Context: an optimization exercise on an open-source flow, tuned for small area and a short achievable clock period. The choices shown serve that exercise and are no tape-out recipe.
Where RTL was checked, it was by simulation tests only, not by an equivalence proof against the original.
Only the layout flow was run in runs 1 to 3; the RTL was not checked for function there.
Power figures rest on the tool's default switching activity, not on a simulated workload.

==> design/flow/design.v <==
module mem_ecc_codec (
    input  wire        clk,
    input  wire        rst_n,
    input  wire        in_valid,
    input  wire [1:0]  in_op,
    input  wire [63:0] in_data,
    input  wire [7:0]  in_check,
    output reg         out_valid,
    output wire [63:0] out_data,
    output wire [7:0]  out_check,
    output wire [1:0]  out_status,
    output wire [7:0]  out_syndrome,
    output wire [6:0]  out_pos
);
    localparam [511:0] HCOL = {
        8'h57,8'h4F,8'h3E,8'h3D,8'h3B,8'h37,8'h2F,8'h1F,8'hE0,8'hD0,8'hC8,8'hC4,8'hC2,8'hC1,8'hB0,8'hA8,
        8'hA4,8'hA2,8'hA1,8'h98,8'h94,8'h92,8'h91,8'h8C,8'h8A,8'h89,8'h86,8'h85,8'h83,8'h70,8'h68,8'h64,
        8'h62,8'h61,8'h58,8'h54,8'h52,8'h51,8'h4C,8'h4A,8'h49,8'h46,8'h45,8'h43,8'h38,8'h34,8'h32,8'h31,
        8'h2C,8'h2A,8'h29,8'h26,8'h25,8'h23,8'h1C,8'h1A,8'h19,8'h16,8'h15,8'h13,8'h0E,8'h0D,8'h0B,8'h07};
    function [3:0] mul_a;
        input [3:0] x;
        input [3:0] n;
        reg   [3:0] p;
        integer     i;
        begin
            p = x;
            for (i = 0; i < 15; i = i + 1)
                if (i < n) p = {p[2:0], 1'b0} ^ (p[3] ? 4'h3 : 4'h0);
            mul_a = p;
        end
    endfunction
    function [2:0] lg3;
        input [3:0] x;
        begin
            lg3[0] = (x == 4'h1) | (x == 4'h8) | (x == 4'hA) | (x == 4'hC) | (x == 4'hF);
            lg3[1] = (x == 4'h2) | (x == 4'h3) | (x == 4'h7) | (x == 4'hB) | (x == 4'hD);
            lg3[2] = (x == 4'h4) | (x == 4'h5) | (x == 4'h6) | (x == 4'h9) | (x == 4'hE);
        end
    endfunction
    function [4:0] lg5;
        input [3:0] x;
        begin
            lg5[0] = (x == 4'h1) | (x == 4'h6) | (x == 4'h7);
            lg5[1] = (x == 4'h2) | (x == 4'hC) | (x == 4'hE);
            lg5[2] = (x == 4'h4) | (x == 4'hB) | (x == 4'hF);
            lg5[3] = (x == 4'h5) | (x == 4'h8) | (x == 4'hD);
            lg5[4] = (x == 4'h3) | (x == 4'h9) | (x == 4'hA);
        end
    endfunction
    wire       dec = in_op[0];
    wire [7:0] cm  = in_check & {8{dec}};
    wire [7:0] hd;
    wire [3:0] sd0, sd1;
    wire xg0 = in_data[22] ^ in_data[28];
    wire xg1 = in_data[7] ^ in_data[19];
    wire xg2 = in_data[25] ^ xg0;
    wire xg3 = in_data[10] ^ in_data[14];
    wire xg4 = in_data[3] ^ in_data[15];
    wire xg5 = in_data[56] ^ in_data[60];
    wire xg6 = in_data[4] ^ in_data[20];
    wire xg7 = in_data[13] ^ in_data[16];
    wire xg8 = in_data[5] ^ in_data[21];
    wire xg9 = in_data[59] ^ in_data[61];
    wire xg10 = in_data[6] ^ in_data[18];
    wire xg11 = in_data[62] ^ in_data[63];
    wire xg12 = in_data[23] ^ in_data[26];
    wire xg13 = in_data[8] ^ in_data[24];
    wire xg14 = in_data[27] ^ in_data[31];
    wire xg15 = in_data[57] ^ in_data[58];
    wire xg16 = in_data[11] ^ in_data[17];
    wire xg17 = in_data[0] ^ in_data[12];
    wire xg18 = in_data[9] ^ in_data[29];
    wire xg19 = in_data[2] ^ xg8;
    wire xg20 = in_data[30] ^ xg7;
    wire xg21 = in_data[1] ^ xg6;
    wire xg22 = in_data[29] ^ xg12;
    wire xg23 = xg11 ^ xg15;
    wire xg24 = in_data[47] ^ in_data[52];
    wire xg25 = in_data[35] ^ in_data[46];
    wire xg26 = in_data[40] ^ in_data[44];
    wire xg27 = in_data[41] ^ in_data[43];
    wire xg28 = in_data[33] ^ in_data[34];
    wire xg29 = in_data[50] ^ in_data[55];
    wire xg30 = in_data[42] ^ in_data[49];
    wire xg31 = in_data[36] ^ in_data[38];
    wire xg32 = in_data[51] ^ in_data[53];
    wire xg33 = in_data[39] ^ in_data[48];
    wire xg34 = in_data[21] ^ in_data[30];
    wire xg35 = in_data[15] ^ in_data[18];
    wire xg36 = in_data[16] ^ in_data[28];
    wire xg37 = in_data[1] ^ in_data[13];
    wire xg38 = in_data[0] ^ in_data[10];
    wire xg39 = in_data[12] ^ in_data[19];
    wire xg40 = xg26 ^ xg33;
    wire xg41 = in_data[14] ^ xg13;
    wire xg42 = in_data[37] ^ xg25;
    wire xg43 = xg16 ^ xg35;
    wire xg44 = xg1 ^ xg9;
    wire xg45 = in_data[11] ^ xg5;
    wire xg46 = in_data[25] ^ xg18;
    wire xg47 = xg29 ^ xg32;
    wire xg48 = in_data[26] ^ xg10;
    wire xg49 = in_data[24] ^ xg34;
    wire xg50 = in_data[32] ^ xg28;
    wire xg51 = in_data[23] ^ xg4;
    wire xg52 = xg3 ^ xg14;
    wire xg53 = in_data[54] ^ xg30;
    wire xg54 = in_data[9] ^ xg10;
    wire xg55 = xg13 ^ xg17;
    wire xg56 = in_data[45] ^ xg31;
    wire xg57 = xg2 ^ xg22;
    wire xg58 = xg20 ^ xg21;
    wire xg59 = xg2 ^ xg4;
    wire xg60 = xg23 ^ xg45;
    wire xg61 = xg27 ^ xg53;
    wire xg62 = xg5 ^ xg44;
    wire xg63 = xg37 ^ xg46;
    wire xg64 = in_data[31] ^ xg43;
    wire xg65 = xg54 ^ xg59;
    wire xg66 = xg19 ^ xg60;
    wire xg67 = in_data[7] ^ in_data[35];
    wire xg68 = in_data[41] ^ in_data[50];
    wire xg69 = in_data[59] ^ xg12;
    wire xg70 = xg38 ^ xg67;
    wire xg71 = xg68 ^ xg56;
    wire xg72 = xg69 ^ xg70;
    wire xg73 = xg58 ^ xg71;
    wire xg74 = xg72 ^ xg66;
    wire xg75 = xg73 ^ xg74;
    wire xg76 = in_data[3] ^ in_data[6];
    wire xg77 = in_data[17] ^ in_data[22];
    wire xg78 = in_data[39] ^ in_data[42];
    wire xg79 = in_data[51] ^ in_data[56];
    wire xg80 = xg9 ^ xg76;
    wire xg81 = xg77 ^ xg78;
    wire xg82 = xg79 ^ xg21;
    wire xg83 = xg23 ^ xg42;
    wire xg84 = xg52 ^ xg55;
    wire xg85 = xg80 ^ xg81;
    wire xg86 = xg82 ^ xg83;
    wire xg87 = xg84 ^ xg85;
    wire xg88 = xg86 ^ xg87;
    wire xg89 = in_data[32] ^ in_data[36];
    wire xg90 = in_data[37] ^ in_data[40];
    wire xg91 = in_data[43] ^ in_data[61];
    wire xg92 = xg17 ^ xg24;
    wire xg93 = xg89 ^ xg90;
    wire xg94 = xg91 ^ xg92;
    wire xg95 = xg93 ^ xg94;
    wire xg96 = xg65 ^ xg66;
    wire xg97 = xg95 ^ xg96;
    wire xg98 = in_data[2] ^ in_data[33];
    wire xg99 = in_data[38] ^ in_data[53];
    wire xg100 = in_data[57] ^ in_data[62];
    wire xg101 = xg98 ^ xg99;
    wire xg102 = xg100 ^ xg40;
    wire xg103 = xg41 ^ xg51;
    wire xg104 = xg101 ^ xg62;
    wire xg105 = xg63 ^ xg102;
    wire xg106 = xg103 ^ xg104;
    wire xg107 = xg105 ^ xg106;
    wire xg108 = in_data[4] ^ in_data[5];
    wire xg109 = in_data[8] ^ in_data[17];
    wire xg110 = in_data[27] ^ in_data[34];
    wire xg111 = in_data[44] ^ in_data[58];
    wire xg112 = in_data[63] ^ xg18;
    wire xg113 = xg36 ^ xg108;
    wire xg114 = xg109 ^ xg110;
    wire xg115 = xg111 ^ xg48;
    wire xg116 = xg112 ^ xg113;
    wire xg117 = xg114 ^ xg61;
    wire xg118 = xg62 ^ xg115;
    wire xg119 = xg116 ^ xg117;
    wire xg120 = xg118 ^ xg119;
    wire xg121 = in_data[45] ^ in_data[46];
    wire xg122 = in_data[47] ^ in_data[48];
    wire xg123 = in_data[49] ^ in_data[55];
    wire xg124 = in_data[60] ^ xg3;
    wire xg125 = xg9 ^ xg15;
    wire xg126 = xg39 ^ xg121;
    wire xg127 = xg122 ^ xg123;
    wire xg128 = xg20 ^ xg50;
    wire xg129 = xg124 ^ xg125;
    wire xg130 = xg126 ^ xg127;
    wire xg131 = xg64 ^ xg128;
    wire xg132 = xg129 ^ xg130;
    wire xg133 = xg131 ^ xg132;
    wire xg134 = in_data[20] ^ in_data[52];
    wire xg135 = in_data[54] ^ xg11;
    wire xg136 = xg14 ^ xg134;
    wire xg137 = xg47 ^ xg49;
    wire xg138 = xg50 ^ xg135;
    wire xg139 = xg136 ^ xg57;
    wire xg140 = xg137 ^ xg138;
    wire xg141 = xg139 ^ xg140;
    wire xg142 = xg24 ^ xg40;
    wire xg143 = xg42 ^ xg47;
    wire xg144 = xg56 ^ xg61;
    wire xg145 = xg142 ^ xg143;
    wire xg146 = xg144 ^ xg145;
    wire xg147 = xg6 ^ xg36;
    wire xg148 = xg55 ^ xg147;
    wire xg149 = in_data[17] ^ xg8;
    wire xg150 = xg149 ^ xg63;
    wire xg151 = in_data[2] ^ in_data[22];
    wire xg152 = in_data[30] ^ xg3;
    wire xg153 = xg151 ^ xg48;
    wire xg154 = xg152 ^ xg153;
    wire xg155 = in_data[11] ^ xg1;
    wire xg156 = xg14 ^ xg51;
    wire xg157 = xg155 ^ xg156;
    wire xg158 = in_data[31] ^ xg1;
    wire xg159 = xg7 ^ xg38;
    wire xg160 = xg158 ^ xg159;
    wire xg161 = xg57 ^ xg160;
    wire xg162 = xg1 ^ xg16;
    wire xg163 = xg2 ^ xg52;
    wire xg164 = xg162 ^ xg58;
    wire xg165 = xg163 ^ xg164;
    wire xg166 = in_data[20] ^ xg19;
    wire xg167 = xg22 ^ xg41;
    wire xg168 = xg64 ^ xg166;
    wire xg169 = xg167 ^ xg168;
    wire xg170 = in_data[27] ^ xg39;
    wire xg171 = xg49 ^ xg170;
    wire xg172 = xg171 ^ xg65;
    assign hd[0] = xg75;
    assign hd[1] = xg88;
    assign hd[2] = xg97;
    assign hd[3] = xg107;
    assign hd[4] = xg120;
    assign hd[5] = xg133;
    assign hd[6] = xg141;
    assign hd[7] = xg146;
    assign sd0[0] = xg148;
    assign sd0[1] = xg150;
    assign sd0[2] = xg154;
    assign sd0[3] = xg157;
    assign sd1[0] = xg161;
    assign sd1[1] = xg165;
    assign sd1[2] = xg169;
    assign sd1[3] = xg172;
    wire [7:0] hs = hd ^ cm;
    wire [3:0] s0 = sd0 ^ cm[3:0] ^ cm[7:4];
    wire [3:0] s1 = sd1 ^ mul_a(cm[3:0], 4'd8) ^ mul_a(cm[7:4], 4'd9);
    wire [3:0] x9 = mul_a(s1, 4'd3) ^ mul_a(s0, 4'd11);
    wire [3:0] x8 = s0 ^ x9;
    wire [2:0] a0 = lg3(s0), a1 = lg3(s1);
    wire [4:0] b0 = lg5(s0), b1 = lg5(s1);
    reg        op1_q, dec_q, hdec_q, rdec_q;
    reg [63:0] d_q;
    reg [7:0]  c_q;
    reg [7:0]  t_q;
    always @(posedge clk) begin
        if (!rst_n) out_valid <= 1'b0;
        else        out_valid <= in_valid;
        op1_q  <= in_op[1];
        dec_q  <= in_op[0];
        hdec_q <= in_op[1] & in_op[0];
        rdec_q <= ~in_op[1] & in_op[0];
        d_q    <= in_op[1] ? in_data : {16'h0, b1, b0, a1, a0, in_data[31:0]};
        c_q    <= dec ? in_check : {x9, x8};
        t_q    <= in_op[1] ? hs : {s1, s0};
    end
    reg [15:0] lo, hi;
    integer    v;
    always @* begin
        for (v = 0; v < 16; v = v + 1) begin
            lo[v] = (t_q[3:0] == v[3:0]);
            hi[v] = (t_q[7:4] == v[3:0]) & hdec_q;
        end
    end
    wire [63:0] hm;
    genvar g;
    generate for (g = 0; g < 64; g = g + 1) begin : g_hm
        assign hm[g] = lo[HCOL[8*g +: 4]] & hi[HCOL[8*g+4 +: 4]];
    end endgenerate
    wire [7:0] hcf = {hi[8] & lo[0], hi[4] & lo[0], hi[2] & lo[0], hi[1] & lo[0],
                      lo[8] & hi[0], lo[4] & hi[0], lo[2] & hi[0], lo[1] & hi[0]};
    reg [6:0] hps;
    reg       hit;
    integer   k, i;
    always @* begin
        hps = 7'd0;
        hit = 1'b0;
        for (k = 0; k < 64; k = k + 1)
            if (t_q == HCOL[8*k +: 8]) begin
                hps = k[6:0];
                hit = 1'b1;
            end
        for (i = 0; i < 8; i = i + 1)
            if (t_q == (8'h01 << i)) begin
                hps = 7'd64 + i[6:0];
                hit = 1'b1;
            end
    end
    wire [1:0] hst = {hdec_q & (t_q != 8'h00) & ~hit, hdec_q & hit};
    wire [2:0] a0q = d_q[34:32], a1q = d_q[37:35];
    wire [4:0] b0q = d_q[42:38], b1q = d_q[47:43];
    reg  [2:0] jm3q;
    reg  [4:0] jm5q;
    integer    r, q;
    always @* begin
        for (r = 0; r < 3; r = r + 1) begin
            jm3q[r] = 1'b0;
            for (q = 0; q < 3; q = q + 1) jm3q[r] = jm3q[r] | (a0q[q] & a1q[(q + r) % 3]);
        end
        for (r = 0; r < 5; r = r + 1) begin
            jm5q[r] = 1'b0;
            for (q = 0; q < 5; q = q + 1) jm5q[r] = jm5q[r] | (b0q[q] & b1q[(q + r) % 5]);
        end
    end
    reg  [9:0] re;
    integer    j;
    always @* begin
        for (j = 0; j < 10; j = j + 1) re[j] = jm3q[j % 3] & jm5q[j % 5];
    end
    wire [3:0] s0g = t_q[3:0] & {4{rdec_q}};
    reg [31:0] rfl;
    always @* begin
        for (k = 0; k < 8; k = k + 1) rfl[4*k +: 4] = s0g & {4{re[k]}};
    end
    wire [7:0] rcf = {s0g & {4{re[9]}}, s0g & {4{re[8]}}};
    wire       rhit = |re;
    wire [3:0] rps  = {re[8] | re[9], re[4] | re[5] | re[6] | re[7],
                       re[2] | re[3] | re[6] | re[7], re[1] | re[3] | re[5] | re[7] | re[9]};
    wire [1:0] rst  = {rdec_q & (t_q != 8'h00) & ~rhit, rdec_q & rhit};
    wire senc = op1_q & ~dec_q;
    assign out_data[31:0]  = d_q[31:0] ^ (hm[31:0] | rfl);
    assign out_data[47:32] = (d_q[47:32] ^ hm[47:32]) & {16{op1_q}};
    assign out_data[63:48] = d_q[63:48] ^ hm[63:48];
    assign out_check       = senc ? t_q : (c_q ^ (hcf | rcf));
    assign out_status      = op1_q ? hst : rst;
    assign out_syndrome    = t_q & {8{dec_q}};
    assign out_pos         = op1_q ? (hps & {7{hdec_q}}) : {3'b000, rps & {4{rdec_q}}};
endmodule
==> design/flow/flow/run.sh <==
#!/bin/bash
# Standard layout, with plain buffers on the ports instead of the delay cells
# buffer_ports picks by default.
set -euo pipefail
bash standard.sh BUFFER_PORTS_ARGS="-buffer_cell sky130_fd_sc_hd__buf_1" finish > make_finish.log 2>&1
==> design/flow/standard.sh <==
#!/bin/bash
# synth_recipe.tcl (not shown) runs the flow's synth.tcl, then flattens the netlist and writes it again
# the make line also repeats each setting of config.mk as NAME=value (left out here)
make -C /OpenROAD-flow-scripts/flow DESIGN_CONFIG=/design/flow/config.mk WORK_HOME=/design/flow/orfs CLKGATE_MAP_FILE= SYNTH_SCRIPT=/design/flow/synth_recipe.tcl "${@:-finish}"
==> design/flow/config.mk <==
export PLATFORM = sky130hd
export DESIGN_NAME = mem_ecc_codec
export DESIGN_NICKNAME = mem_ecc_codec
export VERILOG_FILES = /design/flow/design.v
export SDC_FILE = /design/flow/constraint.sdc
export NUM_CORES = 4
export LEC_CHECK = 0
export CAP_MARGIN = 20
export CORE_MARGIN = 2
export CORE_UTILIZATION = 40
export SETUP_SLACK_MARGIN = 3.5
export SLEW_MARGIN = 20
==> design/flow/constraint.sdc <==
create_clock -name core_clock -period 8.0 [get_ports {clk}]
set_input_delay 1.6000 -clock core_clock [delete_from_list [all_inputs] [get_ports {clk}]]
set_output_delay 1.6000 -clock core_clock [all_outputs]
set_load 0.01 [all_outputs]
==> summary.txt, run 1 <==
Die
  – Die area: 0.0210 mm²
  – Core Region: 0.0195 mm²
  – Initial Utilization: 0.408
  – Top Ports: 167
  – Die Wd: 145 µm
  – # rows: 51
  – Die Y: 145 µm

Critical path
  – Crit path largest cell delay: 490 ps
  – Worst Setup Start Kind: register
  – Worst path slowest cell: dfxtp_4
  – Crit Path Class: register to output pin
  – Worst EP arrival: 2770 ps
  – Worst-path maximum fanout: 22
  – Crit path max-delay family: simple AND/OR/NAND/NOR gates
  – Worst Setup End Kind: output pin
  – WP data required: 6400 ps
  – Critical-path cell list: nor2b_1 -> nand3_1 -> or3_1 -> a21boi_0 -> buf_1
  – Buf/Inv on CP: 1

Synth
  – Distinct cells, synth: 68
  – Avg Cell Area, Syn: 7.97 µm²
  – Top cells by area, synth: dfxtp_1 (21%), xnor2_1 (19%), xor2_1 (9.8%)
  – Synth area leader: dfxtp_1
  – Gate Count Post-Synth: 995
  – Sequential area share after synthesis: 0.214
  – Synthesis-stage register bit count: 85
  – Synth top area share: 0.214
  – Post-synthesis net count: 1080
  – Synthesis warning total: 1
  – Share of synthesized registers carrying an async set or reset: 0
  – Synth Flop Type: dfxtp_1
  – Post-Syn Area: 0.00794 mm²
  – Number of synthesized flops with an enable pin: 0

STA
  – Final setup fails: 0
  – Post-layout min period: 4370 ps
  – RSZ-0062 raised after global routing: yes
  – Worst slew margin: 0.354
  – Final Hold Vio Count: 0
  – Slew Viols, Final: 0
  – Fmax: 0.229 GHz
  – Final period utilization: 0.546
  – Least-Margin Pin Slew: 969 ps
  – Final setup margin: 3630 ps
  – Worst hold margin: 1440 ps
  – Setup TNS: 0 ps

Clocking
  – Clock sinks: 85
  – CTS H-tree depth: 3
  – Cts hold-fix bufs: 0
  – CTS buffer count: 9
  – Root Driver: clkbuf_16
  – CTS max path bufs: 2
  – Clk slew on worst S/H paths: 60 ps
  – CTS tree: done

Detailed routing
  – # DRC: 0
  – Aggregate routed wire length: 30500 µm
  – Via count: 8064
  – Drt first pass iters: 8
  – DR iter-0 viols: 894
  – Post-DRT Antenna Nets: 0
  – WL/cell: 21.6 µm
  – DR vias/cell: 5.72

Placement
  – Detailed placer's ending HPWL: 23800 µm
  – Post-DP Area: 0.00876 mm²
  – DP Worst Slack: 3380 ps
  – Port bufs: 166
  – Gpl congestion: 1.01

Hold path
  – Min-Delay Path Class: primary input to register

Finish
  – Most frequent cells in the layout: xnor2_1 (171), buf_1 (165), nand2_1 (105)
  – Diode count: 0
  – Util after Layout: 0.477
  – Final net count: 1224
  – Most common cell after layout, fill and taps aside: xnor2_1
  – Area Growth Syn to Fin: 16.9%
  – Fraction of layout cells with a size suffix above 1: 0.0708
  – Post-route cell area: 0.00928 mm²

Global route
  – First-pass GRT wire length: 44800 µm
  – Vias in the first global route: 7428
  – Total grt overflow: 0
  – Overall routing resource usage: 0.287
  – Initial antenna violation count: 0
  – Largest net degree at the start of global routing: 59

Run status
  – Outcome: no timing/DRC/antenna violations

Pwr
  – Max IR drop VDD: 0.191 mV
  – PwrDens: 400 mW/mm²
  – Leak pwr: 3.35 nW

Job
  – Max Cap Viol: 0
-- final cells by class --
cell class / count / area (µm²)
Multi-Input combinational cell: 844 / 6090
Inverter: 13 / 48.8
Tap cell: 265 / 332
Sequential cell: 85 / 1710
Fill cell: 1976 / 10200
Timing Repair Buffer: 186 / 826
Clock inverter: 5 / 42.5
Clock buffer: 11 / 233
-- registers in the layout, indices dropped and copies added (netlist names) --
register	cells
c_q	8
d_q	64
dec_q	1
hdec_q	1
op1_q	1
out_valid	1
rdec_q	1
t_q	8
-- routing by layer --
layer / vias to the layer above / GRT usage / part of all wire
met2: 465 / 0.458 / 0.46
met3: 80 / 0.0431 / 0.077
met1: 3753 / 0.384 / 0.42
met5: - / 0 / 0
li1: 3766 / - / -
met4: 0 / 0.129 / 0.045
-- Yosys cell counts, types with 15 or more instances --
master / number
xnor2_1: 173
nand2_1: 108
xor2_1: 89
dfxtp_1: 85
nor2_1: 59
o21ai_0: 48
clkbuf_1: 45
o22ai_1: 41
and2_1: 36
a21oi_1: 32
nand2b_1: 19
nand3_1: 19
nor3_1: 15
-- repair_timing --
action	4_1_cts	5_1_grt
cloned	0	0
buffers inserted	0	10
resized for setup	11	35
pin swaps	0	0
hold endpoints to repair	0	0
endpoints found under the setup margin	20	21
-- cells by family (layout without fill, tap and decap cells) --
family	count (synthesis)	after routing	synth area share
and+or+nand+nor	320	320	0.198
xor gates and xnor gates	283	283	0.348
AOI/OAI and AO/OA	222	222	0.180
DFF	85	85	0.214
buffers and inverters	66	215	0.0317
muxes	11	11	0.0150
adders and majority gates	8	8	0.0126
-- metrics by stage --
step           power [W]  cells
6_report         0.00371   1409
5_1_grt          0.00393   1409
2_1_floorplan    0.00245    995
4_1_cts          0.00355   1399
3_3_place_gp     0.00313   1383
3_5_place_dp     0.00313   1383
-- power by group --
part	total [W]	leakage (nW)	switching, W	internal [W]
Sequential	0.000651	0.715	0.000123	0.000528
Combinational	0.00266	2.50	0.00165	0.00102
Clock	0.000399	0.136	0.000184	0.000215
-- path summary, 6_finish.rpt --
path	start	to	cells after the start
worst max-delay path	t_q[7]	out_data[37]	5
worst min-delay path	in_data[18]	d_q[18]	1
==> inputs of run 2 (changes only) <==
--- a/design/flow/design.v
+++ b/design/flow/design.v
@@ -280,3 +280,2 @@
     reg [6:0] hps;
-    reg       hit;
     integer   k, i;
@@ -284,15 +283,7 @@
         hps = 7'd0;
-        hit = 1'b0;
-        for (k = 0; k < 64; k = k + 1)
-            if (t_q == HCOL[8*k +: 8]) begin
-                hps = k[6:0];
-                hit = 1'b1;
-            end
-        for (i = 0; i < 8; i = i + 1)
-            if (t_q == (8'h01 << i)) begin
-                hps = 7'd64 + i[6:0];
-                hit = 1'b1;
-            end
+        for (k = 0; k < 64; k = k + 1) if (hm[k]) hps = hps | k[6:0];
+        for (i = 0; i < 8; i = i + 1) if (hcf[i]) hps = hps | (7'd64 + i[6:0]);
     end
-    wire [1:0] hst = {hdec_q & (t_q != 8'h00) & ~hit, hdec_q & hit};
+    wire hit = |hm | |hcf;
+    wire [1:0] hst = {hdec_q & (t_q != 8'h00) & ~hit, hit};
     wire [2:0] a0q = d_q[34:32], a1q = d_q[37:35];
@@ -334,3 +325,3 @@
     assign out_syndrome    = t_q & {8{dec_q}};
-    assign out_pos         = op1_q ? (hps & {7{hdec_q}}) : {3'b000, rps & {4{rdec_q}}};
+    assign out_pos         = op1_q ? hps : {3'b000, rps & {4{rdec_q}}};
 endmodule
==> summary.txt, run 2 <==
Hold path
  – Min-Delay Path Class: primary input to register

Synth
  – Top cells by area, synth: xnor2_1 (22%), dfxtp_1 (22%), xor2_1 (8.1%)
  – Synth area leader: xnor2_1
  – Synth Flop Type: dfxtp_1
  – Distinct cells, synth: 69
  – Sequential area share after synthesis: 0.221
  – Share of synthesized registers carrying an async set or reset: 0
  – Post-synthesis net count: 1043
  – Synth top area share: 0.222
  – Post-Syn Area: 0.00769 mm²
  – Most common library cells after synthesis: xnor2_1 (195), nand2_1 (102), nor2_1 (86)
  – Synthesis warning total: 1
  – Avg Cell Area, Syn: 8.03 µm²
  – Synthesis-stage register bit count: 85
  – Number of synthesized flops with an enable pin: 0
  – Most instantiated library cell after synthesis: xnor2_1
  – Gate Count Post-Synth: 958

Global route
  – First-pass GRT wire length: 43600 µm
  – Total grt overflow: 0
  – Overall routing resource usage: 0.290
  – Vias in the first global route: 7016
  – Initial antenna violation count: 0
  – Largest net degree at the start of global routing: 55

Clocking
  – Clk slew on worst S/H paths: 70 ps
  – CTS tree: done
  – CTS max path bufs: 2
  – Clock sinks: 85
  – Root Driver: clkbuf_16
  – CTS buffer count: 9
  – CTS H-tree depth: 3

STA
  – Slew Viols, Final: 0
  – Least-Margin Pin Slew: 792 ps
  – Worst slew margin: 0.467
  – Setup TNS: 0 ps
  – Final period utilization: 0.551
  – Post-layout min period: 4410 ps
  – Final setup fails: 0
  – RSZ-0062 raised after global routing: no
  – Fmax: 0.227 GHz
  – Final Hold Vio Count: 0

Die
  – Core Region: 0.0188 mm²
  – # rows: 50
  – Die area: 0.0204 mm²
  – Top Ports: 167
  – Die Wd: 143 µm
  – Die Y: 143 µm
  – Initial Utilization: 0.410

Critical path
  – Critical path launch point: d_q[47]
  – Crit Path Class: register to output pin
  – Worst EP arrival: 2810 ps
  – Worst Setup Start Kind: register
  – Worst-path maximum fanout: 6
  – WP data required: 6400 ps
  – Worst Setup End Kind: output pin
  – Crit path to: out_status[0]

Placement
  – Port bufs: 166
  – Gpl congestion: 0.987
  – Detailed placer's ending HPWL: 24300 µm

Pwr
  – Reg power frac: 0.217
  – Switching portion of total power: 0.505
  – Power share of the clock group: 0.122
  – PwrDens: 378 mW/mm²
  – Leak pwr: 3.20 nW
  – Switch Pwr: 0.00172 W
  – Max IR drop VDD: 0.150 mV
  – Pint: 0.00169 W
  – Comb power frac: 0.662

Finish
  – Final net count: 1187
  – Biggest register: d_q
  – FILL cells: 1930
  – Fraction of layout cells with a size suffix above 1: 0.0777
  – Most common cell after layout, fill and taps aside: xnor2_1
  – Diode count: 0
  – Area Growth Syn to Fin: 17.3%
  – Max reg flops: 64
  – Util after Layout: 0.481
  – Top Registers: d_q: 64 flops, c_q: 8 flops, t_q: 8 flops
  – Most frequent cells in the layout: xnor2_1 (194), buf_1 (164), nand2_1 (101)

Detailed routing
  – DR iter-0 viols: 811
  – Via count: 7626
  – Post-DRT Antenna Nets: 0
  – DR vias/cell: 5.69
  – # DRC: 0
  – Aggregate routed wire length: 30200 µm
  – Drt first pass iters: 6
  – WL/cell: 22.5 µm

Run status
  – Outcome: no timing/DRC/antenna violations

Job
  – Max Cap Viol: 0
==> run 2: changes by cell type in the layout (fill, tap and decap cells not counted), sizes merged, moves of 5 or more <==
cell,before,now
o22ai,41,8
nor2,59,86
a22oi,12,36
xnor2,175,199
xor2,93,71
a21boi,11,1
nand3,19,10
nand4,13,4
nor3,15,24
or3,13,4
o21ai,61,53
nand2b,19,12
nand2,108,102
mux2,7,2
==> run 2: critical path: stages (launching register included) <==
cell	delay [ps]
dfxtp_1	390
a222oi_1	360
inv_1	100
a221oi_2	250
nor2_1	220
nor4_1	390
nor4b_4	360
buf_4	170
o22ai_1	60
buf_1	160
==> run 2: worst min path at each step <==
stage	startpoint	endpoint	slack, ps	cells past startpoint
2_1_floorplan	in_data[0]	d_q[0]	1630	0
3_3_place_gp	in_valid	out_valid	1790	2
3_5_place_dp	in_valid	out_valid	1800	2
4_1_cts	in_data[13]	d_q[13]	1430	1
5_1_grt	in_data[9]	d_q[9]	1440	1
6_report	in_valid	out_valid	1440	2
==> run 2: what timing repair did <==
action	in CTS	in global routing
hold buffers	0	0
gates resized for setup	26	33
buffers inserted	3	7
pin swaps	3	5
endpoints found under the setup margin	35	4
==> run 2: power groups by stage <==
stage | clock (W) | sequential, W | combinational (W)
6_report | 0.000415 | 0.000738 | 0.00225
5_1_grt | 0.000436 | 0.000748 | 0.00243
4_1_cts | 0.000420 | 0.000719 | 0.00216
3_5_place_dp | 0 | 0.000713 | 0.00211
3_3_place_gp | 0 | 0.000711 | 0.00212
2_1_floorplan | 0 | 0.000594 | 0.00166
==> run 2: final cells by class <==
class                      instances  area (µm²)  share of cell area
inverter                          12        45.0             0.00499
clock buffer                      11         253              0.0280
clock inverter                     5        41.3             0.00458
timing repair buffer             184         779              0.0864
tap                              234         293              0.0324
multi-input combinational        810        5890               0.653
sequential                        85        1720               0.191
==> run 2: kinds of logic after synthesis <==
group	synth area share
xor+xnor	0.367
compound gates	0.156
flops	0.221
buf+inv	0.0343
fa+ha+maj	0.0130
mux	0.00423
simple gates	0.204
==> run 2: metrics by stage <==
stage / power (W) / cells / hold WS (ps) / cell area [µm²] / setup slack [ps]
after floorplan: 0.00225 / 958 / 1630 / 7690 / 3930
after global placement: 0.00283 / 1315 / 1790 / 8450 / 3360
after detailed placement: 0.00282 / 1315 / 1800 / 8450 / 3230
after CTS: 0.00330 / 1334 / 1430 / 8860 / 3510
after global routing: 0.00361 / 1341 / 1440 / 9020 / 3460
final: 0.00341 / 1341 / 1440 / 9020 / 3590
==> run 2: metal layers <==
metal,up-vias,track usage,share of wire
met2,421,0.487,0.48
li1,3558,-,-
met1,3589,0.381,0.41
met5,-,0,0
met4,0,0.114,0.037
met3,58,0.0339,0.069
==> inputs of run 3 (changes only) <==
--- a/design/flow/config.mk
+++ b/design/flow/config.mk
@@ -9,3 +9,3 @@
 export CORE_MARGIN = 2
-export CORE_UTILIZATION = 40
+export CORE_UTILIZATION = 60
 export SETUP_SLACK_MARGIN = 3.5
==> summary.txt, run 3 <==
Run status
  – Outcome: no timing/DRC/antenna violations

Die
  – # rows: 41
  – Top Ports: 167
  – Core Region: 0.0126 mm²
  – Die Wd: 117 µm
  – Die area: 0.0137 mm²
  – Die Y: 117 µm
  – Initial Utilization: 0.612

Critical path
  – Crit path max-delay family: simple AND/OR/NAND/NOR gates
  – Worst Setup End Kind: output pin
  – Critical-path cell list: a222oi_1 -> inv_1 -> a221oi_1 -> nor2_1 -> nor4_1 -> nor4b_4 -> a32oi_1 -> a31oi_1 -> clkbuf_2
  – Crit Path Class: register to output pin
  – Worst Setup Start Kind: register
  – Crit path largest cell delay: 430 ps
  – Buf/Inv on CP: 2
  – Worst-path maximum fanout: 6
  – Worst path slowest cell: nor4_1
  – Worst EP arrival: 2920 ps
  – WP data required: 6400 ps
  – Critical Path Stages: 9

Finish
  – Most frequent cells in the layout: xnor2_1 (194), buf_1 (164), nand2_1 (101)
  – Top Registers: d_q: 64 flops, c_q: 8 flops, t_q: 8 flops
  – Finished Layout Cells: 1276
  – Biggest register: d_q
  – Fraction of layout cells with a size suffix above 1: 0.0616
  – Most common cell after layout, fill and taps aside: xnor2_1
  – Diode count: 0
  – Final net count: 1184
  – Max reg flops: 64
  – Area Growth Syn to Fin: 15.7%
  – FILL cells: 1062

Synth
  – Synthesis-stage register bit count: 85
  – Synth area leader: xnor2_1
  – Synth Flop Type: dfxtp_1
  – Distinct cells, synth: 69
  – Number of synthesized flops with an enable pin: 0
  – Post-Syn Area: 0.00769 mm²
  – Share of synthesized registers carrying an async set or reset: 0
  – Synthesis warning total: 1
  – Most common library cells after synthesis: xnor2_1 (195), nand2_1 (102), nor2_1 (86)
  – Top cells by area, synth: xnor2_1 (22%), dfxtp_1 (22%), xor2_1 (8.1%)
  – Sequential area share after synthesis: 0.221
  – Synth top area share: 0.222
  – Gate Count Post-Synth: 958
  – Most instantiated library cell after synthesis: xnor2_1
  – Avg Cell Area, Syn: 8.03 µm²
  – Post-synthesis net count: 1043

Placement
  – Port bufs: 166
  – Detailed placer's ending HPWL: 22800 µm
  – Number of placed cells counting well taps: 1255
  – Gpl congestion: 1.07

STA
  – Final Hold Vio Count: 0
  – Slew Viols, Final: 0
  – Post-layout min period: 4520 ps
  – Worst slew margin: 0.272
  – Final period utilization: 0.565
  – Fmax: 0.221 GHz
  – Setup TNS: 0 ps
  – RSZ-0062 raised after global routing: yes
  – Least-Margin Pin Slew: 1080 ps
  – Final setup fails: 0

Clocking
  – CTS H-tree depth: 3
  – CTS tree: done
  – Clk slew on worst S/H paths: 70 ps
  – CTS max path bufs: 2
  – Root Driver: clkbuf_16
  – Cts hold-fix bufs: 0
  – CTS buffer count: 9
  – Clock sinks: 85

Global route
  – First-pass GRT wire length: 42600 µm
  – Overall routing resource usage: 0.425
  – Vias in the first global route: 7119
  – Initial antenna violation count: 0
  – Total grt overflow: 0
  – Largest net degree at the start of global routing: 55

Job
  – Max Cap Viol: 0

Detailed routing
  – Drt first pass iters: 7
  – Via count: 8025
  – # DRC: 0
  – Post-DRT Antenna Nets: 0
  – Aggregate routed wire length: 29700 µm
  – DR iter-0 viols: 1303
  – DR vias/cell: 6.29
  – WL/cell: 23.3 µm

Pwr
  – Max IR drop VDD: 0.239 mV
  – PwrDens: 395 mW/mm²
  – Leak pwr: 3.19 nW

Hold path
  – Hold Startpoint: in_valid
  – Min-Delay Path Class: primary input to register
  – Hold path cells: 2
  – Hold Path End: out_valid
-- run 3: worst max-delay path by stage --
stage                           start             to  slack, ps
after floorplan           in_data[17]         c_q[2]       3930
after global placement    in_data[29]         c_q[3]       3390
after detailed placement  in_data[29]         c_q[3]       3330
after CTS                      t_q[3]  out_status[1]       3490
after global routing          d_q[47]  out_status[1]       3380
final                         d_q[47]  out_status[1]       3480
-- run 3: cells by family (layout without fill, tap and decap cells) --
kind of cell | Yosys count | count (layout) | synth area share
mux | 3 | 3 | 0.00423
buf+inv | 63 | 209 | 0.0343
flops | 85 | 85 | 0.221
compound gates | 186 | 186 | 0.156
simple gates | 325 | 325 | 0.204
fa+ha+maj | 8 | 8 | 0.0130
xor+xnor | 288 | 288 | 0.367
-- run 3: stage by stage --
stage,power (W),hold WS (ps),area (µm²),setup slack (ps),util
2_1_floorplan,0.00225,1630,7690,3930,-
3_3_place_gp,0.00281,1790,8390,3390,0.667
3_5_place_dp,0.00283,1790,8390,3330,0.667
4_1_cts,0.00335,1430,8810,3490,0.701
5_1_grt,0.00368,1450,8900,3380,0.708
6_report,0.00352,1430,8900,3480,0.708
-- run 3: what timing repair did --
action | in CTS | in global routing
endpoints found under the setup margin | 13 | 6
pin swaps | 2 | 4
setup buffers | 2 | 3
gates resized for setup | 16 | 21
endpoints found under the hold margin | 0 | 0
-- run 3: layer usage --
metal	track usage	part of all wire	vias up
li1	-	-	3560
met1	0.545	0.36	3671
met2	0.669	0.45	643
met3	0.0891	0.11	151
met4	0.236	0.068	0
met5	0	0	-
-- run 3: report_power, final --
part	switching, W	internal, W
sequential	0.000181	0.000528
clock	0.000175	0.000315
combinational	0.00140	0.000923
-- run 3: area by class of cell --
cell class | instances | area [µm²] | share of cell area
tap | 172 | 215 | 0.0242
timing repair buffer | 181 | 757 | 0.0851
sequential | 85 | 1710 | 0.193
multi-input combinational | 810 | 5820 | 0.654
clock inverter | 5 | 108 | 0.0121
clock buffer | 11 | 243 | 0.0273
inverter | 12 | 45.0 | 0.00506
==> inputs of run 4 (changes only) <==
--- a/design/flow/design.v
+++ b/design/flow/design.v
@@ -50,3 +50,2 @@
     wire       dec = in_op[0];
-    wire [7:0] cm  = in_check & {8{dec}};
     wire [7:0] hd;
@@ -242,7 +241,7 @@
     assign sd1[3] = xg172;
-    wire [7:0] hs = hd ^ cm;
-    wire [3:0] s0 = sd0 ^ cm[3:0] ^ cm[7:4];
-    wire [3:0] s1 = sd1 ^ mul_a(cm[3:0], 4'd8) ^ mul_a(cm[7:4], 4'd9);
-    wire [3:0] x9 = mul_a(s1, 4'd3) ^ mul_a(s0, 4'd11);
-    wire [3:0] x8 = s0 ^ x9;
+    wire [7:0] hs = hd ^ in_check;
+    wire [3:0] s0 = sd0 ^ in_check[3:0] ^ in_check[7:4];
+    wire [3:0] s1 = sd1 ^ mul_a(in_check[3:0], 4'd8) ^ mul_a(in_check[7:4], 4'd9);
+    wire [3:0] x9 = mul_a(sd1, 4'd3) ^ mul_a(sd0, 4'd11);
+    wire [3:0] x8 = sd0 ^ x9;
     wire [2:0] a0 = lg3(s0), a1 = lg3(s1);
@@ -261,3 +260,3 @@
         d_q    <= in_op[1] ? in_data : {16'h0, b1, b0, a1, a0, in_data[31:0]};
-        c_q    <= dec ? in_check : {x9, x8};
+        c_q    <= (in_op[1] | dec) ? in_check : {x9, x8};
         t_q    <= in_op[1] ? hs : {s1, s0};
@@ -286,3 +285,14 @@
     end
-    wire hit = |hm | |hcf;
+    function [4:0] wcls;   
+        input [3:0] x;
+        reg   [2:0] w;
+        begin
+            w    = x[0] + x[1] + x[2] + x[3];
+            wcls = 5'b00001 << w;
+        end
+    endfunction
+    wire [4:0] wl = wcls(t_q[3:0]);
+    wire [4:0] wh = wcls(t_q[7:4]);
+    wire hit = hdec_q & ((wl[0] & (wh[1] | wh[3])) | (wl[1] & (wh[0] | wh[2])) |
+                         (wl[2] & wh[1]) | (wl[3] & wh[0]) | (|hm[63:56]));
     wire [1:0] hst = {hdec_q & (t_q != 8'h00) & ~hit, hit};
@@ -314,3 +324,5 @@
     wire [7:0] rcf = {s0g & {4{re[9]}}, s0g & {4{re[8]}}};
-    wire       rhit = |re;
+    wire       rbad = (jm3q[1] & jm5q[0]) | (jm3q[2] & jm5q[1]) | (jm3q[0] & jm5q[2]) |
+                      (jm3q[1] & jm5q[3]) | (jm3q[2] & jm5q[4]);
+    wire       rhit = (|jm3q) & ~rbad;
     wire [3:0] rps  = {re[8] | re[9], re[4] | re[5] | re[6] | re[7],
@@ -322,3 +334,3 @@
     assign out_data[63:48] = d_q[63:48] ^ hm[63:48];
-    assign out_check       = senc ? t_q : (c_q ^ (hcf | rcf));
+    assign out_check       = c_q ^ (senc ? t_q : (hcf | rcf));
     assign out_status      = op1_q ? hst : rst;
--- a/design/flow/config.mk
+++ b/design/flow/config.mk
@@ -9,3 +9,3 @@
 export CORE_MARGIN = 2
-export CORE_UTILIZATION = 60
+export CORE_UTILIZATION = 40
 export SETUP_SLACK_MARGIN = 3.5
==> summary.txt, run 4 <==
Synth
  – Number of synthesized flops with an enable pin: 0
  – Avg Cell Area, Syn: 8.65 µm²
  – Post-Syn Area: 0.00752 mm²
  – Gate Count Post-Synth: 870
  – Top cells by area, synth: dfxtp_1 (23%), xnor2_1 (19%), xor2_1 (8.5%)
  – Post-synthesis net count: 961
  – Most common library cells after synthesis: xnor2_1 (161), dfxtp_1 (85), xor2_1 (73)
  – Distinct cells, synth: 68
  – Share of synthesized registers carrying an async set or reset: 0
  – Synthesis warning total: 1
  – Most instantiated library cell after synthesis: xnor2_1
  – Synth top area share: 0.226
  – Sequential area share after synthesis: 0.226
  – Synth Flop Type: dfxtp_1
  – Synth area leader: dfxtp_1
  – Synthesis-stage register bit count: 85

Clocking
  – Cts hold-fix bufs: 0
  – CTS max path bufs: 2
  – Root Driver: clkbuf_16
  – CTS H-tree depth: 3
  – CTS tree: done
  – CTS buffer count: 9
  – Clock sinks: 85
  – Clk slew on worst S/H paths: 60 ps

Placement
  – Port bufs: 166
  – Detailed placer's ending HPWL: 23800 µm
  – Number of placed cells counting well taps: 1236
  – Gpl congestion: 0.993
  – DP Worst Slack: 3340 ps

Pwr
  – Max IR drop VDD: 0.151 mV
  – Leak pwr: 3.28 nW
  – PwrDens: 358 mW/mm²
  – Power Total: 0.00314 W

Finish
  – Area Growth Syn to Fin: 16.6%
  – Most common cell after layout, fill and taps aside: buf_1
  – Max reg flops: 64
  – Sequential standard cell area: 0.00172 mm²
  – Final net count: 1107
  – Multi-input logic area: 0.00573 mm²
  – FILL cells: 1913
  – Finished Layout Cells: 1255
  – Most frequent cells in the layout: buf_1 (164), xnor2_1 (161), dfxtp_1 (78)
  – Top Registers: d_q: 64 flops, c_q: 8 flops, t_q: 8 flops
  – Biggest register: d_q
  – Fraction of layout cells with a size suffix above 1: 0.0775

STA
  – Setup TNS: 0 ps
  – Final Hold Vio Count: 0
  – Worst hold margin: 1420 ps
  – RSZ-0062 raised after global routing: yes
  – Fmax: 0.221 GHz
  – Slew Viols, Final: 0
  – Worst slew margin: 0.413
  – Final setup margin: 3470 ps
  – Final period utilization: 0.566
  – Final setup fails: 0
  – Post-layout min period: 4530 ps
  – Least-Margin Pin Slew: 877 ps

Detailed routing
  – DR vias/cell: 5.68
  – Post-DRT Antenna Nets: 0
  – Aggregate routed wire length: 29100 µm
  – WL/cell: 23.2 µm
  – # DRC: 0
  – Drt first pass iters: 7
  – DR iter-0 viols: 737
  – Via count: 7124

Hold path
  – Min-Delay Path Class: primary input to register

Die
  – Initial Utilization: 0.405
  – Die Y: 141 µm
  – Die Wd: 141 µm
  – Top Ports: 167
  – Core Region: 0.0186 mm²
  – # rows: 50
  – Die area: 0.0199 mm²

Critical path
  – WP data required: 6400 ps
  – Worst-path maximum fanout: 6
  – Crit Path Class: register to output pin
  – Worst Setup Start Kind: register
  – Worst EP arrival: 2930 ps
  – Critical-path cell list: a222oi_1 -> or2_2 -> or4b_2 -> a21oi_1 -> a31oi_1 -> buf_1
  – Worst path slowest cell: a222oi_1
  – Worst Setup End Kind: output pin
  – Crit path largest cell delay: 790 ps

Global route
  – Overall routing resource usage: 0.289
  – Vias in the first global route: 6720
  – Initial antenna violation count: 1
  – Total grt overflow: 0
  – First-pass GRT wire length: 42700 µm
  – Largest net degree at the start of global routing: 59

Job
  – Max Cap Viol: 0

Run status
  – Outcome: no timing/DRC/antenna violations
-- run 4: metal layers --
| metal | part of all wire | up-vias | GRT usage |
|---|---|---|---|
| met2 | 0.48 | 333 | 0.488 |
| met4 | 0.033 | 0 | 0.104 |
| met5 | 0 | - | 0 |
| met3 | 0.063 | 55 | 0.0363 |
| li1 | - | 3314 | - |
| met1 | 0.42 | 3422 | 0.379 |
-- run 4: logic make-up after synthesis --
logic type      count (synthesis)  share of synthesized area
buf+inv                        48                     0.0243
mux                             7                     0.0101
simple gates                  263                      0.179
compound gates                183                      0.158
flops                          85                      0.226
xor+xnor                      269                      0.376
fa+ha+maj                      15                     0.0266
-- run 4: final timing paths --
path	start	endpoint	slack, ps	cells past startpoint
worst min-delay path	in_data[23]	d_q[23]	1420	1
worst max-delay path	d_q[35]	out_pos[2]	3470	6
-- run 4: critical path: cells and delay by family, from the launching register on --
family                 cells  cell delay, ps
AOI/OAI and AO/OA          3            1070
and+or+nand+nor            2             980
buffers and inverters      1             160
DFF                        1             360
-- run 4: power by group --
group | total [W] | switching [W] | internal [W]
logic | 0.00203 | 0.00119 | 0.000842
clock network | 0.000419 | 0.000171 | 0.000248
registers | 0.000689 | 0.000167 | 0.000522
total | 0.00314 | 0.00153 | 0.00161
-- run 4: repair_timing --
item                       4_1_cts  5_1_grt
hold endpoints to repair         0        0
setup endpoints to repair       22       16
gates cloned                     0        0
gates resized for setup         20       16
setup buffers                    3        0
pin swaps                        1        0
-- run 4: layout make-up --
cell class	instances	share of cell area
Antenna cell	1	0.000285
Clock buffer	11	0.0277
Clock inverter	4	0.00557
Inverter	8	0.00343
Multi-Input combinational cell	737	0.654
Sequential cell	85	0.196
Tap cell	234	0.0334
Timing Repair Buffer	175	0.0799
-- run 4: stage by stage --
step	util	cell area (µm²)
after floorplan	-	7520
after global placement	0.449	8340
after detailed placement	0.449	8340
after CTS	0.469	8720
after global routing	0.472	8760
final	0.472	8770
==> inputs of run 5 (changes only) <==
==> design/flow/flow/run.sh (replaced) <==
#!/bin/bash
# Own flow: the standard synthesis, then the combinational logic between
# the registers re-mapped by ABC with an area-oriented script (registers,
# their names and cell types untouched), then the standard layout with plain
# buffers on the ports instead of the delay cells buffer_ports picks by default.
set -euo pipefail
HERE=$(pwd)
R=$HERE/orfs/results/$FLOW_PLATFORM/mem_ecc_codec/base
bash standard.sh synth > make_synth.log 2>&1
cp $R/1_2_yosys.v $HERE/synth_standard.v
yosys -c flow/resyn.tcl > yosys_resyn.log 2>&1
cp $HERE/synth_resyn.v $R/1_2_yosys.v
rm -f $R/1_synth.odb $R/1_synth.sdc
bash standard.sh BUFFER_PORTS_ARGS="-buffer_cell sky130_fd_sc_hd__buf_1" finish > make_finish.log 2>&1
==> design/flow/flow/abc.script (new file) <==
strash; dch -f; balance; rewrite; refactor; balance; rewrite; rewrite -z; balance; refactor -z; rewrite -z; balance; dch -f; map -D 1500; topo
==> design/flow/flow/resyn.tcl (new file) <==
# Re-map the combinational logic of the standard synthesis; the flip-flops
# stay as they are (blackboxed during the re-map).
yosys -import
set lib $::env(FLOW_HOME)/platforms/sky130hd/lib/sky130_fd_sc_hd__tt_025C_1v80.lib
set dont_use {}
foreach c [split [exec sh -c "grep -o 'sky130_fd_sc_hd__\[a-z0-9_\]*' $::env(FLOW_HOME)/platforms/sky130hd/config.mk | sort -u"] "\n"] {
  lappend dont_use -dont_use $c
}
read_liberty -ignore_miss_func $lib
read_verilog synth_standard.v
hierarchy -top $::env(FLOW_TOP)
foreach m [split [exec sh -c "grep -o 'sky130_fd_sc_hd__df\[a-z0-9_\]*' synth_standard.v | sort -u"] "\n"] {
  blackbox $m
}
flatten
opt_clean -purge
set script [file normalize flow/abc.script]
abc -liberty $lib {*}$dont_use -script $script
opt_clean -purge
yosys rename -hide w:*.*
opt_clean -purge
tee -o resyn_stat.txt stat -liberty $lib
select $::env(FLOW_TOP)
write_verilog -noattr -selected synth_resyn.v
==> summary.txt, run 5 <==
Global route
  – Overall routing resource usage: 0.345
  – First-pass GRT wire length: 49900 µm
  – Initial antenna violation count: 1
  – Largest net degree at the start of global routing: 32
  – Vias in the first global route: 7894
  – Total grt overflow: 0

Die
  – Die area: 0.0192 mm²
  – # rows: 49
  – Die Y: 138 µm
  – Die Wd: 138 µm
  – Core Region: 0.0178 mm²
  – Top Ports: 167
  – Initial Utilization: 0.405

Synth
  – Post-synthesis net count: 1136
  – Post-Syn Area: 0.00723 mm²
  – Avg Cell Area, Syn: 6.83 µm²
  – Gate Count Post-Synth: 1059
  – Synthesis warning total: 1

Clocking
  – CTS H-tree depth: 3
  – Clock sinks: 85
  – Clk slew on worst S/H paths: 70 ps
  – Cts hold-fix bufs: 0
  – CTS max path bufs: 2
  – CTS buffer count: 9
  – Root Driver: clkbuf_16
  – CTS tree: done

Placement
  – DP Worst Slack: 3250 ps
  – Port bufs: 166
  – Post-DP Area: 0.00817 mm²
  – Gpl congestion: 1.10
  – Detailed placer's ending HPWL: 28300 µm

STA
  – Final setup margin: 3510 ps
  – Post-layout min period: 4490 ps
  – Final setup fails: 0
  – Fmax: 0.223 GHz
  – Least-Margin Pin Slew: 873 ps
  – Final period utilization: 0.561
  – Worst slew margin: 0.416
  – Final Hold Vio Count: 0
  – RSZ-0062 raised after global routing: yes
  – Setup TNS: 0 ps
  – Slew Viols, Final: 0

Finish
  – Most common cell after layout, fill and taps aside: nand2_1
  – Post-route cell area: 0.00868 mm²
  – Most frequent cells in the layout: nand2_1 (178), buf_1 (166), xor2_1 (139)
  – Max reg flops: 64
  – FILL cells: 1900
  – Top Registers: d_q: 64 flops, c_q: 8 flops, t_q: 8 flops
  – Area Growth Syn to Fin: 20.0%
  – Biggest register: d_q
  – Fraction of layout cells with a size suffix above 1: 0.0743
  – Diode count: 0
  – Final net count: 1323

Pwr
  – Leak pwr: 3.33 nW
  – PwrDens: 296 mW/mm²
  – Max IR drop VDD: 0.133 mV

Critical path
  – Worst Setup End Kind: output pin
  – Crit path max-delay family: simple AND/OR/NAND/NOR gates
  – Worst EP arrival: 2890 ps
  – Worst Setup Start Kind: register
  – Buf/Inv on CP: 3
  – Critical-path cell list: clkinv_1 -> nor2_1 -> clkinv_1 -> nor2_1 -> nand3_1 -> nand2_1 -> nor3_1 -> o21ai_2 -> nor4_1 -> nand3_1 -> nand2_1 -> a21oi_1 -> buf_1
  – Crit Path Class: register to output pin
  – Crit path to: out_pos[3]
  – Critical Path Stages: 13
  – WP data required: 6400 ps
  – Crit path largest cell delay: 450 ps
  – Critical path launch point: t_q[5]
  – Worst path slowest cell: dfxtp_1
  – Worst-path maximum fanout: 6

Job
  – Max Cap Viol: 0

Detailed routing
  – # DRC: 0
  – DR vias/cell: 5.57
  – Drt first pass iters: 5
  – Post-DRT Antenna Nets: 0
  – Via count: 8237
  – DR iter-0 viols: 811
  – WL/cell: 22.7 µm
  – Aggregate routed wire length: 33600 µm

Hold path
  – Min-Delay Path Class: primary input to register

Run status
  – Outcome: no timing/DRC/antenna violations
[run 5: final cells by class]
| cell class | count | area (µm²) | share of cell area |
|---|---|---|---|
| multi-input combinational | 840 | 5180 | 0.597 |
| sequential | 85 | 1710 | 0.197 |
| timing repair buffer | 176 | 698 | 0.0805 |
| inverter | 134 | 526 | 0.0606 |
| tap | 229 | 287 | 0.0330 |
| clock buffer | 10 | 239 | 0.0275 |
| clock inverter | 6 | 43.8 | 0.00505 |
[run 5: power by group]
| part | switching [W] | internal (W) | leakage (nW) |
|---|---|---|---|
| Combinational | 0.00108 | 0.000472 | 2.48 |
| Sequential | 0.000116 | 0.000498 | 0.714 |
| Clock | 0.000185 | 0.000221 | 0.139 |
[run 5: timing repair]
action,in CTS,in global routing
setup endpoints to repair,21,17
resized for setup,36,31
pin swaps,0,2
buffers inserted,0,6
[run 5: worst min path at each step]
| stage | from | slack [ps] | cells after the start | to |
|---|---|---|---|---|
| finish | in_data[9] | 1430 | 1 | d_q[9] |
| global route | in_data[9] | 1430 | 1 | d_q[9] |
| CTS | in_data[9] | 1420 | 1 | d_q[9] |
| detailed placement | in_data[9] | 1780 | 1 | d_q[9] |
| global placement | in_data[9] | 1780 | 1 | d_q[9] |
| floorplan | in_data[0] | 1630 | 0 | d_q[0] |
[run 5: stage by stage]
step	cells	power (W)	util	hold slack, ps
2_1_floorplan	1059	0.00155	-	1630
3_3_place_gp	1458	0.00209	0.458	1780
3_5_place_dp	1458	0.00206	0.458	1780
4_1_cts	1474	0.00250	0.479	1420
5_1_grt	1480	0.00273	0.486	1430
6_report	1480	0.00257	0.486	1430
[run 5: metal layers]
metal	routed length (µm)	part of all wire	global-route usage	up-vias
met5	0	0	0	-
met4	1620	0.048	0.149	0
met3	2000	0.059	0.0430	91
met2	15600	0.47	0.570	404
met1	14300	0.43	0.455	3889
li1	-	-	-	3853
==> inputs of run 6 (changes only) <==
==> design/flow/flow/abc.script (replaced) <==
strash; &get -n; &dch -f; &nf -p -a; &put; topo
==> summary.txt, run 6 <==
Run status
  – Outcome: no timing/DRC/antenna violations

Synth
  – Avg Cell Area, Syn: 8.42 µm²
  – Post-Syn Area: 0.00691 mm²
  – Post-synthesis net count: 898
  – Gate Count Post-Synth: 821
  – Synthesis warning total: 1

Finish
  – Max reg flops: 64
  – Util after Layout: 0.482
  – Area Growth Syn to Fin: 19.3%
  – Multi-input logic area: 0.00526 mm²
  – Most frequent cells in the layout: xnor2_1 (168), buf_1 (165), xor2_1 (85)
  – Final net count: 1080
  – Biggest register: d_q
  – Fraction of layout cells with a size suffix above 1: 0.0437
  – Top Registers: d_q: 64 flops, c_q: 8 flops, t_q: 8 flops
  – Most common cell after layout, fill and taps aside: xnor2_1
  – Sequential standard cell area: 0.00171 mm²
  – FILL cells: 1772
  – Diode count: 0

Pwr
  – Switch Pwr: 0.00142 W
  – Power Total: 0.00294 W
  – Max IR drop VDD: 0.296 mV
  – Comb power frac: 0.615
  – Reg power frac: 0.226
  – Switching portion of total power: 0.483
  – Leak pwr: 3.00 nW
  – PwrDens: 356 mW/mm²
  – Pint: 0.00152 W
  – Power share of the clock group: 0.159

Critical path
  – Worst-path maximum fanout: 17
  – WP data required: 6400 ps
  – Worst Setup Start Kind: register
  – Worst Setup End Kind: output pin
  – Worst EP arrival: 2880 ps
  – Crit Path Class: register to output pin

Global route
  – Vias in the first global route: 6775
  – Total grt overflow: 0
  – First-pass GRT wire length: 41700 µm
  – Overall routing resource usage: 0.308
  – Largest net degree at the start of global routing: 59
  – Initial antenna violation count: 0

Clocking
  – CTS H-tree depth: 3
  – Clock sinks: 85
  – # Post-CTS Setup Buffers: 0
  – CTS tree: done
  – Clk slew on worst S/H paths: 70 ps
  – CTS buffer count: 9
  – Cts hold-fix bufs: 0
  – CTS max path bufs: 2
  – Root Driver: clkbuf_16

Detailed routing
  – DR iter-0 viols: 942
  – Aggregate routed wire length: 28300 µm
  – Drt first pass iters: 6
  – WL/cell: 23.0 µm
  – DR vias/cell: 5.75
  – Post-DRT Antenna Nets: 0
  – # DRC: 0
  – Via count: 7093

Hold path
  – Min-Delay Path Class: primary input to register

Die
  – Die Wd: 135 µm
  – Top Ports: 167
  – Core Region: 0.0171 mm²
  – Die Y: 135 µm
  – Die area: 0.0183 mm²
  – # rows: 48
  – Initial Utilization: 0.404

STA
  – Slew Viols, Final: 0
  – RSZ-0062 raised after global routing: yes
  – Worst slew margin: 0.456
  – Final Hold Vio Count: 0
  – Worst hold margin: 1420 ps
  – Setup TNS: 0 ps
  – Final setup fails: 0
  – Least-Margin Pin Slew: 815 ps
  – Fmax: 0.223 GHz
  – Final period utilization: 0.561
  – Post-layout min period: 4480 ps

Placement
  – Detailed placer's ending HPWL: 22600 µm
  – Port bufs: 166
  – Gpl congestion: 1.06

Job
  – Max Cap Viol: 0
## run 6: layout make-up
class	count	area share
Sequential cell	85	0.207
Tap cell	225	0.0342
Clock inverter	7	0.0117
Clock buffer	9	0.0273
Multi-Input combinational cell	732	0.638
Inverter	4	0.00182
Timing Repair Buffer	171	0.0803
## run 6: power by group through the flow
stage | Sequential (W) | Clock (W) | Combinational [W]
after floorplan | 0.000624 | 0 | 0.00127
after global placement | 0.000660 | 0 | 0.00175
after detailed placement | 0.000662 | 0 | 0.00174
after CTS | 0.000654 | 0.000470 | 0.00176
after global routing | 0.000675 | 0.000487 | 0.00194
final | 0.000665 | 0.000467 | 0.00181
## run 6: repair_timing
action,CTS,global route
hold endpoints to repair,0,0
endpoints found under the setup margin,7,9
gates resized for setup,6,16
## run 6: layer usage
metal  global-route usage  wire [µm]  up-vias
li1                     -          -     3247
met1                0.398      11600     3310
met2                0.509      13200      446
met3               0.0490       2260       90
met4                0.132       1310        0
met5                    0          0        -
## run 6: final timing paths
check | from | end | depth (start not counted)
setup / recovery | t_q[3] | out_pos[1] | 9
hold / removal | in_data[6] | d_q[6] | 1
## run 6: per-stage QoR
stage               std cells  area, µm²  setup WS, ps
floorplan                 821       6910          4130
global placement         1217       7850          3540
detailed placement       1217       7850          3430
CTS                      1233       8190          3530
global route             1233       8240          3470
finish                   1233       8240          3520
## run 6: worst max-delay path, cell delays in order, from the launching register on
cell	delay, ps
dfxtp_1	310
buf_4	190
nor2_1	330
nand2_1	390
nor2_1	580
nor2_1	100
o21ai_0	120
nor4b_2	100
a31oi_1	220
buf_1	180
==> inputs of run 7 (changes only) <==
==> design/flow/flow/abc.script (replaced) <==
strash; dch -f; balance; rewrite; refactor; balance; rewrite; rewrite -z; balance; refactor -z; rewrite -z; balance; dch -f; balance; rewrite; refactor; balance; rewrite; rewrite -z; balance; refactor -z; rewrite -z; balance; dch -f; amap; mfs2; strash; dch -f; map -a; topo
==> summary.txt, run 7 <==
Clocking
  – CTS buffer count: 9
  – CTS max path bufs: 2
  – CTS H-tree depth: 3
  – Root Driver: clkbuf_16
  – Clk slew on worst S/H paths: 70 ps
  – CTS tree: done
  – Clock sinks: 85

Critical path
  – WP data required: 6400 ps
  – Worst Setup Start Kind: register
  – Critical-path cell list: clkinv_1 -> nor2_1 -> clkinv_1 -> nor2_4 -> clkinv_1 -> nor2_1 -> clkinv_1 -> nand2_1 -> nor4_1 -> a41oi_1 -> buf_1
  – Worst path slowest cell: dfxtp_1
  – Crit Path Class: register to output pin
  – Worst Setup End Kind: output pin
  – Buf/Inv on CP: 5
  – Cell mode on critical path: clkinv_1
  – Crit path largest cell delay: 460 ps
  – Worst-path maximum fanout: 6
  – Worst EP arrival: 2810 ps
  – Crit path max-delay family: buffers and inverters

Detailed routing
  – Via count: 7551
  – Aggregate routed wire length: 29900 µm
  – DR vias/cell: 5.33
  – Post-DRT Antenna Nets: 0
  – WL/cell: 21.1 µm
  – # DRC: 0
  – Drt first pass iters: 5
  – DR iter-0 viols: 684

Pwr
  – Power Total: 0.00259 W
  – PwrDens: 312 mW/mm²
  – Max IR drop VDD: 0.123 mV
  – Leak pwr: 3.07 nW

Synth
  – Gate Count Post-Synth: 1006
  – Post-Syn Area: 0.00692 mm²
  – Avg Cell Area, Syn: 6.88 µm²
  – Synthesis warning total: 1
  – Post-synthesis net count: 1083

Die
  – Top Ports: 167
  – Initial Utilization: 0.404
  – # rows: 48
  – Core Region: 0.0171 mm²
  – Die area: 0.0184 mm²
  – Die Y: 136 µm
  – Die Wd: 136 µm

Job
  – Max Cap Viol: 0

Finish
  – Most frequent cells in the layout: buf_1 (166), xor2_1 (139), nand2_1 (132)
  – Fraction of layout cells with a size suffix above 1: 0.0747
  – Top Registers: d_q: 64 flops, c_q: 8 flops, t_q: 8 flops
  – Area Growth Syn to Fin: 19.7%
  – Most common cell after layout, fill and taps aside: buf_1
  – Biggest register: d_q
  – Max reg flops: 64
  – Finished Layout Cells: 1416
  – Final net count: 1263
  – Diode count: 0

STA
  – Worst hold margin: 1390 ps
  – Slew Viols, Final: 0
  – Post-layout min period: 4410 ps
  – Worst slew margin: 0.406
  – Setup TNS: 0 ps
  – Fmax: 0.227 GHz
  – Final period utilization: 0.552
  – RSZ-0062 raised after global routing: yes
  – Final setup fails: 0
  – Least-Margin Pin Slew: 881 ps
  – Final Hold Vio Count: 0

Global route
  – Total grt overflow: 0
  – First-pass GRT wire length: 44100 µm
  – Overall routing resource usage: 0.326
  – Initial antenna violation count: 2
  – Vias in the first global route: 7275
  – Largest net degree at the start of global routing: 37

Placement
  – Gpl congestion: 1.02
  – Detailed placer's ending HPWL: 25300 µm
  – Port bufs: 166
  – Number of placed cells counting well taps: 1400

Run status
  – Outcome: no timing/DRC/antenna violations

Hold path
  – Min-Delay Path Class: primary input to register
run 7: power breakdown:
part           switching (W)  internal (W)
Clock               0.000182      0.000229
Combinational        0.00106      0.000494
Sequential          0.000112      0.000508
Total                0.00136       0.00123
run 7: layout make-up:
cell class                 instances  area, µm²
multi-input combinational        783       4830
clock inverter                     4       31.3
timing repair buffer             169        646
clock buffer                      12        256
fill                            1862       8830
inverter                         138        532
tap                              225        282
sequential                        85       1710
run 7: repair_timing:
| item | 4_1_cts | 5_1_grt |
|---|---|---|
| hold buffers | 0 | 0 |
| cloned | 0 | 0 |
| resized for setup | 20 | 40 |
| setup buffers | 0 | 0 |
| endpoints found under the setup margin | 21 | 23 |
run 7: final timing paths:
path | startpoint | to | slack [ps] | cells past startpoint
min | in_data[9] | d_q[9] | 1390 | 1
max | t_q[5] | out_pos[1] | 3590 | 11
run 7: per-layer routing:
layer,up-vias,track usage,part of all wire
met5,-,0,0
met4,0,0.151,0.045
met3,91,0.0490,0.065
met2,362,0.536,0.46
met1,3477,0.422,0.43
li1,3621,-,-
run 7: per-stage QoR:
stage | setup slack (ps) | utilization | cell area, µm²
6_report | 3590 | 0.484 | 8280
5_1_grt | 3450 | 0.484 | 8280
4_1_cts | 3450 | 0.478 | 8190
3_5_place_dp | 3270 | 0.458 | 7850
3_3_place_gp | 3390 | 0.458 | 7850
2_1_floorplan | 3870 | - | 6920
==> inputs of run 8 (changes only) <==
--- a/design/flow/config.mk
+++ b/design/flow/config.mk
@@ -10,3 +10,3 @@
 export CORE_UTILIZATION = 40
-export SETUP_SLACK_MARGIN = 3.5
+export SETUP_SLACK_MARGIN = 3.9
 export SLEW_MARGIN = 20
==> summary.txt, run 8 <==
Run status
  – Outcome: no timing/DRC/antenna violations

Pwr
  – Leak pwr: 3.36 nW
  – Max IR drop VDD: 0.147 mV
  – PwrDens: 319 mW/mm²

STA
  – Final setup fails: 0
  – Worst slew margin: 0.359
  – Final period utilization: 0.511
  – Fmax: 0.245 GHz
  – Slew Viols, Final: 0
  – Post-layout min period: 4090 ps
  – Setup TNS: 0 ps
  – RSZ-0062 raised after global routing: yes
  – Least-Margin Pin Slew: 951 ps
  – Final Hold Vio Count: 0
  – Final setup margin: 3910 ps

Global route
  – Largest net degree at the start of global routing: 37
  – Total grt overflow: 0
  – Overall routing resource usage: 0.339
  – Initial antenna violation count: 0
  – Vias in the first global route: 7347
  – First-pass GRT wire length: 45400 µm

Placement
  – Detailed placer's ending HPWL: 26300 µm
  – Gpl congestion: 1.04
  – Number of placed cells counting well taps: 1400
  – Port bufs: 166
  – DP Worst Slack: 3300 ps

Clocking
  – Root Driver: clkbuf_16
  – CTS tree: done
  – Cts hold-fix bufs: 0
  – Clk slew on worst S/H paths: 80 ps
  – CTS max path bufs: 2
  – CTS buffer count: 9
  – Clock sinks: 85
  – CTS H-tree depth: 3

Critical path
  – Buf/Inv on CP: 4
  – Worst EP arrival: 2490 ps
  – Worst path slowest cell: dfxtp_2
  – Cell mode on critical path: buf_4
  – Worst-path maximum fanout: 5
  – Worst Setup Start Kind: register
  – WP data required: 6400 ps
  – Crit path max-delay family: buffers and inverters
  – Crit path largest cell delay: 450 ps
  – Crit Path Class: register to output pin
  – Critical-path cell list: nor2_2 -> bufinv_8 -> nor2_4 -> buf_4 -> buf_4 -> nand2_1 -> o21ai_0 -> nor4_1 -> a31oi_1 -> clkbuf_2
  – Worst Setup End Kind: output pin

Job
  – Max Cap Viol: 0

Finish
  – Sequential standard cell area: 0.00172 mm²
  – Fraction of layout cells with a size suffix above 1: 0.175
  – Area Growth Syn to Fin: 29.2%
  – Multi-input logic area: 0.00521 mm²
  – Most frequent cells in the layout: buf_1 (158), xor2_1 (131), nand2_1 (129)
  – Most common cell after layout, fill and taps aside: buf_1
  – Final net count: 1287
  – Max reg flops: 64
  – Diode count: 0
  – FILL cells: 1829
  – Util after Layout: 0.522
  – Top Registers: d_q: 64 flops, c_q: 8 flops, t_q: 8 flops
  – Biggest register: d_q
  – Finished Layout Cells: 1440

Detailed routing
  – DR vias/cell: 5.41
  – Post-DRT Antenna Nets: 0
  – # DRC: 0
  – WL/cell: 22.0 µm
  – Drt first pass iters: 5
  – DR iter-0 viols: 643
  – Via count: 7796
  – Aggregate routed wire length: 31700 µm

Die
  – # rows: 48
  – Die Y: 136 µm
  – Top Ports: 167
  – Initial Utilization: 0.404
  – Die Wd: 136 µm
  – Die area: 0.0184 mm²
  – Core Region: 0.0171 mm²

Synth
  – Post-Syn Area: 0.00692 mm²
  – Synthesis warning total: 1
  – Avg Cell Area, Syn: 6.88 µm²
  – Gate Count Post-Synth: 1006
  – Post-synthesis net count: 1083

Hold path
  – Min-Delay Path Class: primary input to register
-- run 8: changes by cell type in the layout (fill, tap and decap cells not counted), moves of 12 or more --
cell	previous run	this run
nor2_4	5	24
nor2_2	20	32
clkinv_1	120	96
nor2_1	127	96
buf_4	3	27
o21ai_1	0	15
o21ai_0	60	45
clkinv_2	5	22
-- run 8: path summary, 6_finish.rpt --
| path | cells past startpoint | slack [ps] | end | from |
|---|---|---|---|---|
| max | 10 | 3910 | out_pos[2] | t_q[0] |
| min | 1 | 1380 | d_q[9] | in_data[9] |
-- run 8: final cells by class --
type	instances	area share
Clock inverter	7	0.00951
Tap cell	225	0.0315
Clock buffer	9	0.0252
Sequential cell	85	0.192
Multi-Input combinational cell	783	0.582
Inverter	138	0.0656
Timing Repair Buffer	193	0.0935
-- run 8: repair_timing --
item                                    4_1_cts  5_1_grt
buffers inserted                              8       16
pin swaps                                     4       12
endpoints found under the setup margin       71       55
resized for setup                           108      100
-- run 8: metrics by stage --
stage               area (µm²)  hold WS (ps)  total power [W]
floorplan                 6930          1630          0.00160
global placement          7850          1740          0.00212
detailed placement        7850          1740          0.00210
CTS                       8530          1370          0.00267
global route              8940          1380          0.00301
finish                    8940          1380          0.00285
-- run 8: per-layer routing --
layer / vias to the layer above / track usage / routed length [µm]
li1: 3650 / - / -
met5: - / 0 / 0
met4: 0 / 0.164 / 1650
met3: 96 / 0.0456 / 2490
met1: 3610 / 0.436 / 12600
met2: 440 / 0.561 / 15000
-- run 8: where the power goes --
group          internal (W)  total (W)  switching (W)
Clock              0.000250   0.000446       0.000196
Sequential         0.000513   0.000637       0.000124
Combinational      0.000589    0.00177        0.00118

Re-timed with assumed drivers on the ports (clkbuf_16 on the clock, buf_2 on other inputs), run 8 has 3.872 ns of setup slack against 3.913 ns with ideal ports, and 3.664 ns once port delays also move by the mid clock arrival of 0.389 ns.
